Background: an optimization exercise with open tools, aiming at small area, a short achievable clock period and few clock cycles per item. Do not read the settings as production practice.
The RTL was checked by simulation tests, not by an equivalence proof against the original design.
Power figures rest on the tool's default switching activity, not on a simulated workload.

run 2:
==> flow/design.v (excerpt) <==
module kgroup_dot (
    input  wire        clk,
    input  wire        rst,
    input  wire        in_valid,
    output wire        in_ready,
    input  wire [15:0] in_a,
    input  wire [15:0] in_b,
    input  wire        in_a_fp16,
    input  wire        in_b_fp16,
    input  wire        in_narrow,
    output reg         out_valid,
    output reg  [31:0] out_result
);
For scale: roughly 890 flip-flops, ~72 I/O pins.
clock: 14.0 ns
lec_check: 0
cap_margin: 20
core_margin: 2
core_utilization: 40
cts_cluster_diameter: 80
cts_cluster_size: 25
place_density: 0.6
slew_margin: 20
standard.sh (not shown) runs the stock make flow with config.mk's settings and CLKGATE_MAP_FILE= SYNTH_SCRIPT=/design/flow/synth_recipe.tcl, a recipe that flattens the netlist after the stock synthesis.
==> flow/flow/run.sh <==
#!/bin/bash
# The standard layout (standard.sh: standard synthesis, floorplan,
# placement, CTS, routing), with ORFS's repair_timing asked for a larger
# setup margin than the 14 ns clock needs, so that it sizes and buffers the
# design for a shorter achieved period.  The SDC is the standard flow's, unchanged.
set -euo pipefail
bash standard.sh SETUP_SLACK_MARGIN=9.9 finish > standard_make.log 2>&1
Testbench counts of run 2, summed over its fixed seeds: cycles 10,417, items 320.
The inputs of run 3 differ from those of run 2 as listed below.
--- a/flow/design.v
+++ b/flow/design.v
@@ -833,18 +833,17 @@
     wire        newmax   = r2_nz && (!nz_prev || (dlt > 12'sd0));
     wire        clr_all  = r2_nz && (!nz_prev || (dlt > 12'sd48));
     wire signed [10:0] emax_n = newmax ? r2_log2 : emax;
     wire [6:0]  ptr_sum  = {1'b0, ptr} + {1'b0, dlt[5:0]};
     wire [6:0]  ptr_sub  = ptr_sum - W;
     wire [5:0]  ptr_n    = clr_all ? 6'd0 : !newmax ? ptr :
                            (ptr_sub[6] ? ptr_sum[5:0] : ptr_sub[5:0]);
     wire signed [11:0] sold = $signed({r2_pe48[10], r2_pe48}) - $signed({emax[10], emax});
-    wire [11:0] sneg = -sold;
-    wire [4:0]  drop = (newmax || !sold[11]) ? 5'd0 : (sneg > 12'd22) ? 5'd22 : sneg[4:0];
+    wire signed [11:0] spos = newmax ? $signed({6'd0, r2_snew}) : sold;
     wire [8:0]  rot_s = {3'b0, ptr} + {sold[11], sold[11], sold[6:0]};
     wire [8:0]  rot_p = rot_s + W;
     wire [8:0]  rot_d = rot_s - W;
     wire [8:0]  rot_e = rot_s - 2 * W;
     wire [5:0]  rot_n = clr_all ? r2_snew :
                         rot_s[8] ? rot_p[5:0] : !rot_e[8] ? rot_e[5:0] :
                         !rot_d[8] ? rot_d[5:0] : rot_s[5:0];
     wire any_nan_n     = (r2_first ? 1'b0 : any_nan)  || r2_nan;
@@ -852,17 +851,17 @@
     wire any_ninf_n    = (r2_first ? 1'b0 : any_ninf) || (r2_inf && r2_sign);
     wire any_nz_n      = nz_prev || r2_nz;
     wire all_negzero_n = (r2_first ? 1'b1 : all_negzero) && r2_zero && r2_sign;
     reg  [4:0]  nneg;
     wire [4:0]  nneg_b   = r2_first ? 5'd0 : nneg;
     reg         r3_v, r3_last, r3_nz, r3_sign;
     reg  [4:0]  r3_nneg;
     reg  [21:0] r3_sig;
-    reg  [4:0]  r3_drop;
+    reg  signed [11:0] r3_spos;
     reg  [5:0]  r3_rot, r3_mstart;
     reg  [5:0]  r3_mlen;               
     reg         c_nar, c_nan, c_pinf, c_ninf, c_nz, c_negzero;
     reg  signed [10:0] c_emax;
     reg  [5:0]  c_ptr;
     always @(posedge clk) begin
         if (rst) r3_v <= 1'b0;
         else     r3_v <= r2_v;
@@ -886,40 +885,40 @@
             c_emax    <= emax_n;
             c_ptr     <= ptr_n;
         end
         r3_last   <= r2_last;
         r3_nz     <= r2_v && r2_nz;
         r3_sign   <= r2_sign;
         r3_nneg   <= nneg_b;
         r3_sig    <= r2_sig;
-        r3_drop   <= drop;
+        r3_spos   <= spos;
         r3_rot    <= rot_n;
         r3_mstart <= ptr;
         r3_mlen   <= !r2_v ? 6'd0 : clr_all ? W[5:0] : (newmax ? dlt[5:0] : 6'd0);
     end
-    wire [W-1:0] s_lt  = therm({1'b0, r3_drop});
-    wire [21:0] v_in   = {22{r3_nz}} & r3_sig & ~s_lt[21:0];
+    wire        s_neg  = r3_spos[11];
+    wire [11:0] s_rsh  = -r3_spos;
+    wire [W-1:0] s_lt  = therm((s_rsh > 12'd22) ? 6'd22 : s_rsh[5:0]);
+    wire [21:0] v_in   = {22{r3_nz}} & r3_sig & (s_neg ? ~s_lt[21:0] : 22'h3fffff);
     wire [5:0]  rot    = r3_rot;
     wire [6:0]  m_end_s = {1'b0, r3_mstart} + {1'b0, r3_mlen};
     wire [6:0]  m_end_d = m_end_s - W;
     wire [W-1:0] vec_p = rotl({{(W-22){1'b0}}, v_in}, rot);
     reg          r4_v, r4_last;
     reg  [4:0]   r4_nneg;
     reg  [W-1:0] r4_vec;
-    reg          r4_neg;
     reg  [5:0]   r4_mstart, r4_mend;
     reg          r4_mwrap, r4_mall;
     always @(posedge clk) begin
         if (rst) r4_v <= 1'b0;
         else     r4_v <= r3_v;
         r4_last   <= r3_last;
         r4_nneg   <= r3_nneg;
-        r4_vec    <= vec_p;
-        r4_neg    <= r3_nz && r3_sign;
+        r4_vec    <= (r3_nz && r3_sign) ? ~vec_p : vec_p;
         r4_mstart <= r3_mstart;
         r4_mend   <= m_end_d[6] ? m_end_s[5:0] : m_end_d[5:0];
         r4_mwrap  <= !m_end_d[6];
         r4_mall   <= (r3_mlen >= W);
     end
     wire [W-1:0] lt_start = therm(r4_mstart);
     wire [W-1:0] lt_end   = therm(r4_mend);
     wire [W-1:0] keep     = r4_mall  ? {W{1'b0}} :
@@ -928,33 +927,33 @@
     reg  [CW-1:0] col [0:W-1];
     reg  [CW-1:0] xcol [0:W-1];
     reg  [CW-1:0] ncol [0:W-1];
     reg  [CW:0]   tg;
     integer i, b;
     always @* begin
         for (i = 0; i < W; i = i + 1) begin
             xcol[i] = keep[i] ? col[i] : r4_nneg;
-            tg[0] = cnt_en && (r4_vec[i] ^ r4_neg);
+            tg[0] = cnt_en && r4_vec[i];
             for (b = 0; b < CW; b = b + 1) begin
                 ncol[i][b] = xcol[i][b] ^ tg[b];
                 tg[b+1]    = tg[b] && xcol[i][b];
             end
         end
     end
     always @(posedge clk)
         for (i = 0; i < W; i = i + 1)
             col[i] <= ncol[i];
     reg [W-1:0] pl [0:CW];
     integer j;
     always @* begin
         for (j = 0; j < CW; j = j + 1)
             for (i = 0; i < W; i = i + 1)
                 pl[j][(i + j) % W] = xcol[i][j];
-        pl[CW] = r4_neg ? ~r4_vec : r4_vec;
+        pl[CW] = r4_vec;
     end
     function [2*W-1:0] csa;         
         input [W-1:0] x, y, z;
         reg   [W-1:0] s, m;
         begin
             s = x ^ y ^ z;
             m = (x & y) | (x & z) | (y & z);
             csa = {m[W-2:0], m[W-1], s};
Results
- Run 3 closes out successfully: all stages finished, all timing, DRC and antenna checks passed.
- Lower post-synthesis to final-layout area growth goes to run 2 over run 3.
- Summary of run 3 over run 2: non-clock inverter total of the final layout picked up an extra about 30%, clock-buffer cell count picked up an extra 27%, proportion of power drawn by flip-flops and latches lost 0.2 points, part of the cycle the worst path needs neither gained nor lost much.
- Run 2 vs run 3, end of the critical path: out_valid vs out_result[19]
- Per the comparison of run 3 with run 2, finished layout cell area climbed about 3%, area after synthesis now larger, number of non-clock buffers in the layout saw an increase, global-route wire length before repair saw an increase, sequential cell area in the final layout increased about 0.6%.
- The higher area fraction in compound gates after synthesis came out of run 3.
- Re proportion of synthesized area in mux cells: run 3 and run 2 aren't equal, and the lower value belongs to run 3.
- Run 3 reports a higher worst hold slack than run 2 does.
Testbench counts of run 3, summed over its fixed seeds: cycles 10,417, items 320.

==> static timing again, ports no longer ideal <==
No port has a modelled driver above. Below, the same layouts with a new extraction and two added sets of constraints. Step 1 (the two cells are an assumption about what drives the block):
set clk [get_ports {clk}]
set_driving_cell -lib_cell sky130_fd_sc_hd__clkbuf_16 $clk
set_driving_cell -lib_cell sky130_fd_sc_hd__buf_2 [delete_from_list [all_inputs] $clk]
Step 2 times the ports against the registers' clock, not the clock port: input delays grow and output delays shrink by t, the midpoint of the rising clock arrivals with the driver on. Slacks: ideal / step 1 / step 2; pairs: ideal / step 1.
| run | t (ns) | setup WS [ns] | worst data-port slew with drivers (ns) |
|---|---|---|---|
| run 2 | 0.752 | 9.967 / 9.897 / 9.594 | 0.04 |
| run 3 | 0.757 | 9.950 / 9.875 / 9.588 | 0.04 |
After both steps setup and hold are still met in every run listed. The setup slack of run 2, which loses most, moves by -0.070 ns with the drivers and by -0.373 ns with both steps.
